This design comes from an exercise in tuning for small area, a short achievable clock period and few clock cycles on the open sky130 flow, not from production work.
In this exercise RTL edits were held to simulation tests only and were not proved equivalent to the original.
No activity file was given, so power comes from the tool's default toggle rates.

==> flow/run.sh <==
#!/bin/bash
# synth_recipe.tcl (not shown) runs the flow's synth.tcl, then flattens the netlist and writes it again
# the make line also repeats each setting of config.mk as NAME=value (left out here)
make -C /OpenROAD-flow-scripts/flow DESIGN_CONFIG=/design/flow/config.mk WORK_HOME=/design/flow/orfs CLKGATE_MAP_FILE= SYNTH_SCRIPT=/design/flow/synth_recipe.tcl finish
==> flow/config.mk <==
export PLATFORM = sky130hd
export DESIGN_NAME = kn4_mx_pack
export DESIGN_NICKNAME = kn4_mx_pack
export VERILOG_FILES = /design/flow/design.v
export SDC_FILE = /design/flow/constraint.sdc
export NUM_CORES = 4
export LEC_CHECK = 0
export CAP_MARGIN = 20
export CORE_MARGIN = 2
export CORE_UTILIZATION = 40
export PLACE_DENSITY = 0.6
export SLEW_MARGIN = 20
==> flow/constraint.sdc <==
create_clock -name core_clock -period 15.0 [get_ports {clk}]
set_input_delay 3.0000 -clock core_clock [delete_from_list [all_inputs] [get_ports {clk}]]
set_output_delay 3.0000 -clock core_clock [all_outputs]
set_load 0.01 [all_outputs]
==> flow/design.v <==
module mx_quant (
    input  wire [31:0]       v,       
    input  wire signed [8:0] xs,      
    input  wire [1:0]        fmt,     
    input  wire [2:0]        rnd,     
    output reg  [7:0]        elem,
    output reg               uf,
    output reg               nx
);
    localparam [2:0] RNE = 3'd0, RTZ = 3'd1, RU = 3'd2, RD = 3'd3, RNA = 3'd4;
    function round_up;
        input [2:0] mode;
        input       neg, lsb, g, s;
        begin
            case (mode)
                RNE:     round_up = g & (s | lsb);
                RU:      round_up = ~neg & (g | s);
                RD:      round_up = neg & (g | s);
                RNA:     round_up = g;
                default: round_up = 1'b0;
            endcase
        end
    endfunction
    reg [1:0]         fb;        
    reg signed [11:0] bias, emin;
    reg [6:0]         maxc;      
    always @* begin
        case (fmt)
            2'd0: begin fb = 2'd3; bias = 12'sd7;  emin = -12'sd6;  maxc = 7'h7E; end
            2'd1: begin fb = 2'd2; bias = 12'sd15; emin = -12'sd14; maxc = 7'h7B; end
            2'd2: begin fb = 2'd2; bias = 12'sd3;  emin = -12'sd2;  maxc = 7'h1F; end
            default: begin fb = 2'd3; bias = 12'sd1; emin = 12'sd0; maxc = 7'h1F; end
        endcase
    end
    wire        sgn  = v[31];
    wire [7:0]  ex   = v[30:23];
    wire [23:0] sig  = {(ex != 8'd0), v[22:0]};
    wire [7:0]  eeff = (ex == 8'd0) ? 8'd1 : ex;
    wire        zero = (v[30:0] == 31'd0);
    reg [4:0] ps;
    integer i;
    always @* begin
        ps = 5'd0;
        for (i = 0; i < 24; i = i + 1)
            if (sig[i]) ps = i[4:0];
    end
    wire signed [11:0] lsbw = $signed({4'd0, eeff}) - 12'sd150 - {{3{xs[8]}}, xs};
    wire signed [11:0] ev   = lsbw + $signed({7'd0, ps});
    wire               normal = (ev >= emin);
    wire signed [11:0] kk   = (normal ? ev : emin) - $signed({10'd0, fb}) - lsbw;
    wire signed [11:0] sa_w = kk + 12'sd3;
    wire [4:0]         sa   = (sa_w > 12'sd30) ? 5'd30 : sa_w[4:0];
    wire [28:0] wide  = {sig, 5'd0};
    wire [28:0] sh    = wide >> sa;
    wire [5:0]  m     = sh[7:2];
    wire        g     = sh[1];
    wire        r2    = sh[0];
    wire [28:0] lmask = ~({29{1'b1}} << sa);
    wire        stl   = |(wide & lmask);
    wire        s     = r2 | stl;
    wire        inexact = g | s;
    wire [3:0]  fmask = (fb == 2'd3) ? 4'h7 : 4'h3;
    wire [11:0] ebase = normal ? (ev + bias) : 12'sd0;
    wire [7:0]  base  = (fb == 2'd3) ? {ebase[4:0], m[2:0]} : {ebase[5:0], m[1:0]};
    wire        up    = round_up(rnd, sgn, m[0], g, s);
    wire [7:0]  rsum  = base + {7'd0, up};
    wire        ovf   = (rsum > {1'b0, maxc});
    wire        up_full = round_up(rnd, sgn, 1'b1, r2, stl);
    wire        reach   = (ev == emin - 12'sd1) & ((m[3:0] & fmask) == fmask) & g & up_full;
    wire        tiny    = ~normal & ~reach;
    wire [6:0]  mag_c = ovf ? maxc : rsum[6:0];
    always @* begin
        uf = 1'b0;
        nx = 1'b0;
        if (zero) begin
            elem = fmt[1] ? {2'b00, sgn, 5'd0} : {sgn, 7'd0};
        end else begin
            elem = fmt[1] ? {2'b00, sgn, mag_c[4:0]} : {sgn, mag_c};
            nx   = inexact | ovf;
            uf   = inexact & tiny;
        end
    end
endmodule
module kn4_mx_pack (
    input  wire         clk,
    input  wire         rst,           
    input  wire         in_valid,
    output wire         in_ready,
    input  wire [31:0]  in_data,       
    input  wire [1:0]   in_fmt,        
    input  wire [2:0]   in_rnd,        
    output reg          out_valid,
    input  wire         out_ready,
    output reg  [7:0]   out_scale,     
    output reg  [255:0] out_elem,      
    output reg  [3:0]   out_flags      
);
    localparam [1:0] S_COLLECT = 2'd0, S_WAIT = 2'd1, S_QUANT = 2'd2;
    reg [1:0]  state;
    reg [4:0]  cnt;                    
    reg [31:0] buffer [0:31];
    reg [1:0]  fmt_r;
    reg [2:0]  rnd_r;
    reg        spec_r;                 
    reg        nv_r;
    reg        nz_r;                   
    reg [8:0]  lg_r;                   
    reg signed [8:0] xs_r;
    reg        uf_r, nx_r;
    wire out_free = ~out_valid | out_ready;
    assign in_ready = (state == S_COLLECT);
    wire take = in_valid & in_ready;
    wire [7:0] v_ex   = in_data[30:23];
    wire       v_nan  = (&v_ex) & (in_data[22:0] != 23'd0);
    wire       v_inf  = (&v_ex) & (in_data[22:0] == 23'd0);
    wire       v_zero = (in_data[30:0] == 31'd0);
    reg  [4:0] v_ps;
    integer i;
    always @* begin
        v_ps = 5'd0;
        for (i = 0; i < 23; i = i + 1)
            if (in_data[i]) v_ps = i[4:0];
    end
    wire [8:0] v_lg = (v_ex == 8'd0) ? {4'd0, v_ps} : ({1'b0, v_ex} + 9'd22);
    wire       first = (cnt == 5'd0);
    wire [1:0] fmt_c = first ? in_fmt : fmt_r;
    wire       spec_n = (~first & spec_r) | v_nan | v_inf;
    wire       nv_n   = (~first & nv_r) | v_inf | (v_nan & ~in_data[22]);
    wire       nz_c   = ~first & nz_r;
    wire       fin_nz = ~(v_nan | v_inf | v_zero);
    wire       nz_n   = nz_c | fin_nz;
    wire [8:0] lg_n   = (fin_nz && (!nz_c || v_lg > lg_r)) ? v_lg : lg_r;
    reg  [4:0] emax;
    always @* begin
        case (fmt_c)
            2'd0:    emax = 5'd8;
            2'd1:    emax = 5'd15;
            2'd2:    emax = 5'd4;
            default: emax = 5'd2;
        endcase
    end
    wire signed [10:0] x_raw = $signed({2'd0, lg_n}) - 11'sd149 - $signed({6'd0, emax});
    wire signed [8:0]  x_n   = ~nz_n ? -9'sd127 :
                               (x_raw < -11'sd127) ? -9'sd127 :
                               (x_raw > 11'sd127) ? 9'sd127 : x_raw[8:0];
    wire [7:0] q_elem;
    wire       q_uf, q_nx;
    mx_quant u_q (
        .v(buffer[cnt]), .xs(xs_r), .fmt(fmt_r), .rnd(rnd_r),
        .elem(q_elem), .uf(q_uf), .nx(q_nx)
    );
    always @(posedge clk) begin
        if (take)
            buffer[cnt] <= in_data;
    end
    always @(posedge clk) begin
        if (rst) begin
            state     <= S_COLLECT;
            cnt       <= 5'd0;
            out_valid <= 1'b0;
        end else begin
            if (out_valid && out_ready)
                out_valid <= 1'b0;
            case (state)
                S_COLLECT: if (take) begin
                    if (first) begin
                        fmt_r <= in_fmt;
                        rnd_r <= in_rnd;
                    end
                    spec_r <= spec_n;
                    nv_r   <= nv_n;
                    nz_r   <= nz_n;
                    lg_r   <= lg_n;
                    cnt    <= cnt + 5'd1;
                    if (cnt == 5'd31) begin
                        xs_r  <= x_n;
                        state <= S_WAIT;
                    end
                end
                S_WAIT: if (out_free) begin
                    out_valid <= 1'b0;
                    uf_r      <= 1'b0;
                    nx_r      <= 1'b0;
                    state     <= S_QUANT;
                end
                default: begin    
                    out_elem[8*cnt +: 8] <= spec_r ? 8'd0 : q_elem;
                    uf_r <= uf_r | (~spec_r & q_uf);
                    nx_r <= nx_r | (~spec_r & q_nx);
                    cnt  <= cnt + 5'd1;
                    if (cnt == 5'd31) begin
                        out_valid <= 1'b1;
                        out_scale <= spec_r ? 8'hFF : (xs_r[7:0] + 8'd127);
                        out_flags <= {nv_r, 1'b0, uf_r | (~spec_r & q_uf),
                                      nx_r | (~spec_r & q_nx)};
                        state     <= S_COLLECT;
                    end
                end
            endcase
        end
    end
endmodule
==> results.py <==
metrics = {
    "status": {
        "status": "finished clean",
    },
    "sta": {
        "achievable-frequency_mhz": 70.8,
        "finalHoldViolCount": 0,
        "hold_slack_ps": 512,
        "fin_crit_sh_pct": 94.2,
        "final.setup_skew_ps": 43.4,
        "min_period_ps": 14130,
        "setup_viol": 0,
        "drv_slew": 0,
        "worstMarginPinSlew_ps": 1140,
        "grt_setup_unrepaired": "no",
        "tns_ps": 0,
        "maxSlewHeadroom_pct": 24.3,
    },
    "floorplan": {
        "ios": 311,
        "start_util_pct": 40.4,
        "rows": 139,
        "die_area_um2": 148000,
        "die_y_um": 385,
        "fp.dieW_um": 385,
        "core_area_um2": 144000,
    },
    "worst_setup_path": {
        "endpoint_kind": "register",
        "worstPathArrival_ps": 14640,
        "startpoint_type": "register",
        "crit_top_cell": "ha_1",
        "crit_required_ps": 15520,
        "crit_type": "reg2reg",
        "cp_max_fo": 43,
        "cp_slowest_cell": "fa_1",
        "max_stage_delay_ps": 480,
    },
    "layout": {
        "num_antenna_cells": 0,
        "seq_area_um2": 39900,
        "layout.cells.non_filler": 5969,
        "multiInputGateArea_um2": 17300,
        "syn_to_final_growth_pct": 18.9,
        "nNetsFinal": 4087,
        "final_layout_size_suffix_gt1_share_pct": 20.6,
        "fillers": 12233,
    },
    "logic_synthesis": {
        "yosys-top-cells-count": "edfxtp_1 (1,319), nand2_1 (356), mux4_2 (280)",
        "ys_seq_elements": 1332,
        "yosysSeqAreaShare_pct": 68.6,
        "synth_most_common_cell": "edfxtp_1",
        "ys_types": 93,
        "synth_flop_cell": "edfxtp_1",
        "synth_area_leaders": "edfxtp_1 (68%), mux4_2 (11%), nand2_1 (2.3%), ha_1 (2.0%), o21ai_0 (1.6%)",
        "syn_nets": 3633,
        "yosysTopAreaCellShare_pct": 68.1,
        "synthCells": 3494,
        "yosysTopAreaCell": "edfxtp_1",
        "yosysWarningCount": 2,
        "syn_area_per_cell_um2": 16.6,
        "syn_area_um2": 58200,
        "async_flop_share_pct": 0,
        "synth_edf_count": 1319,
    },
    "pwr": {
        "ir_worst_vdd_mv": 0.393,
        "powerDensity_nw_per_um2": 187,
        "leakage_nw": 22.9,
    },
    "clocking": {
        "cts.htree.levels": 4,
        "cts_tree": "built",
        "clk_latency_ps": 800,
        "cts_made_buffers": 142,
        "clock-sinks": 1332,
        "postCtsHoldBufs": 0,
        "clk_pin_slew_ps": 60,
        "cts-root-buf": "clkbuf_16",
        "cts_buffer_depth": 3,
    },
    "placed_design": {
        "dp_hpwl_um": 99100,
        "dp.cells": 5693,
        "gp_routability_congestion": 0.911,
        "port_buffers": 309,
    },
    "global_routing": {
        "grt_usage_pct": 22.0,
        "overflow": 0,
        "grt_antenna_before_repair": 5,
        "grt_max_degree": 196,
        "grt_pass1_vias": 32719,
        "grt_pass1_wl_um": 236000,
    },
    "routing": {
        "vias_per_cell": 5.74,
        "drt_iter0_drc": 4158,
        "wirelength_um": 166000,
        "drcViolationCount": 0,
        "num_vias": 34248,
        "wl_per_cell_um": 27.9,
        "drt_first_pass_iters": 6,
        "antenna_left": 0,
    },
    "worst_hold_path": {
        "min_path_type": "reg2reg",
    },
    "flow_run": {
        "drv_cap": 0,
    },
}
layer usage:
layer | vias to the layer above | track usage [%] | share of wire (%)
met5 | - | 0 | 0
met1 | 17714 | 31.0 | 42
li1 | 14807 | - | -
met2 | 1483 | 35.7 | 48
met4 | 0 | 5.93 | 2.4
met3 | 244 | 3.51 | 7.3
state kept, by name (all words and copies together) (netlist names), named ones only:
name / flops
buffer: 1024
cnt: 5
fmt_r: 2
lg_r: 9
nv_r: 1
nx_r: 1
nz_r: 1
out_elem: 256
out_flags: 3
out_scale: 8
out_valid: 1
rnd_r: 3
spec_r: 1
state: 2
uf_r: 1
xs_r: 9
worst max-delay path: cells and delay by family (launching register included):
| family | cells | cell delay [ps] |
|---|---|---|
| compound gates | 23 | 4790 |
| buf+inv | 9 | 1760 |
| fa+ha+maj | 10 | 2940 |
| xor+xnor | 1 | 160 |
| flops | 1 | 470 |
| mux | 3 | 1160 |
| simple gates | 13 | 2540 |
final timing paths:
kind         depth (start not counted)               start                       to  slack, ps
min reg2reg                          1  uf_r$_SDFFCE_PP0P_   out_flags[1]$_DFFE_PP_        510
max                                 59            register  out_elem[198]$_DFFE_PP_        870
min                                  1  uf_r$_SDFFCE_PP0P_   out_flags[1]$_DFFE_PP_        510
max reg2reg                         59            register  out_elem[198]$_DFFE_PP_        870
report_power, final:
group / internal (mW) / switching (mW) / leakage [nW] / total [mW]
logic: 1.99 / 3.42 / 8.68 / 5.41
registers: 4.11 / 0.00919 / 12.0 / 4.12
clock network: 1.91 / 1.48 / 2.19 / 3.39
total: 8.01 / 4.91 / 22.9 / 12.9
layout by cell type, fill, tap and decap left out, drive strengths merged, types with 9 or more instances in the layout:
master | netlist | final
nor3 | 38 | 38
nor2b | 21 | 21
nor2 | 131 | 131
xnor2 | 44 | 44
o211ai | 9 | 9
xor2 | 19 | 19
dfxtp | 13 | 13
o21a | 16 | 16
buf | 79 | 183
mux2 | 80 | 80
clkbuf | 102 | 180
and3 | 9 | 9
mux4 | 280 | 280
and2 | 17 | 17
a21oi | 96 | 96
a31oi | 10 | 10
nand3 | 38 | 38
o21bai | 10 | 10
nand2 | 356 | 356
edfxtp | 1319 | 1319
mux2i | 85 | 85
clkdlybuf4s50 | 0 | 307
inv | 106 | 115
ha | 92 | 92
nor4 | 13 | 13
a22oi | 37 | 37
o21ai | 189 | 189
a21o | 15 | 15
nand4 | 11 | 11
nand2b | 17 | 17
a211oi | 21 | 21
o31ai | 81 | 81
or2 | 18 | 18
clkinv | 3 | 67
stage by stage:
step                      area (um^2)  power [mW]  util, %  worst slack (ps)
after global placement          64400        9.37     44.7               520
final                           69200        12.9     48.0               872
after floorplan                 58200        7.63        -              1540
after detailed placement        64500        9.40     44.8               371
after CTS                       69000        12.8     47.9               358
after global routing            69200        13.5     48.0              1.53
kinds of logic (layout without fill, tap and decap cells):
| group | count (synthesis) | in the layout | share of synthesized area, % |
|---|---|---|---|
| multiplexers | 445 | 445 | 14.0 |
| flip-flops | 1332 | 1332 | 68.6 |
| other | 1 | 1 | 0.00645 |
| buffers and inverters | 290 | 861 | 2.33 |
| XOR/XNOR | 63 | 63 | 0.962 |
| AO/OA/AOI/OAI | 556 | 557 | 6.45 |
| AND/OR/NAND/NOR | 709 | 709 | 5.53 |
| adder cells (fa/ha/maj) | 98 | 98 | 2.19 |
final cells by class:
type,instances,area share (%)
clock buffer,180,5.40
clock inverter,82,1.08
inverter,109,0.595
multi-input combinational,1873,25.0
sequential,1332,57.6
tap,1903,3.44
timing repair buffer,490,6.83
what timing repair did:
item / CTS / global route
setup endpoints to repair: 0 / 218
resized for setup: 0 / 15
setup buffers: 0 / 13
Testbench counts, summed over its fixed seeds: cycles 24,968.

## re-timing with driven ports
No port has a modelled driver above. Below, the same layout with a new extraction and two added sets of constraints.
Step 1 sets driving cells, clkbuf_16 on the clock port and buf_2 on the other inputs (assumed; they add their load-dependent delay and slew).
Step 2 adds t to the input delays and takes it off the output delays; t is the mean of the earliest and latest rising clock arrival at the registers after step 1. Input paths then give back, and output paths get back, about the clock's delay inside the block.
Three values: ideal, step 1, step 2; two values: the first two.
shift t [ns]: 0.847
setup slack, ns: 0.872 / 0.872 / 0.872
worst hold slack (ns): 0.512 / 0.512 / 0.512
clock arrival spread, ns: 0.043 / 0.044
pins driven straight from the clock port: 1
After both steps setup and hold are still met in this run. For this run, drivers alone change the setup slack by 0.000 ns; drivers and shift together by 0.000 ns.
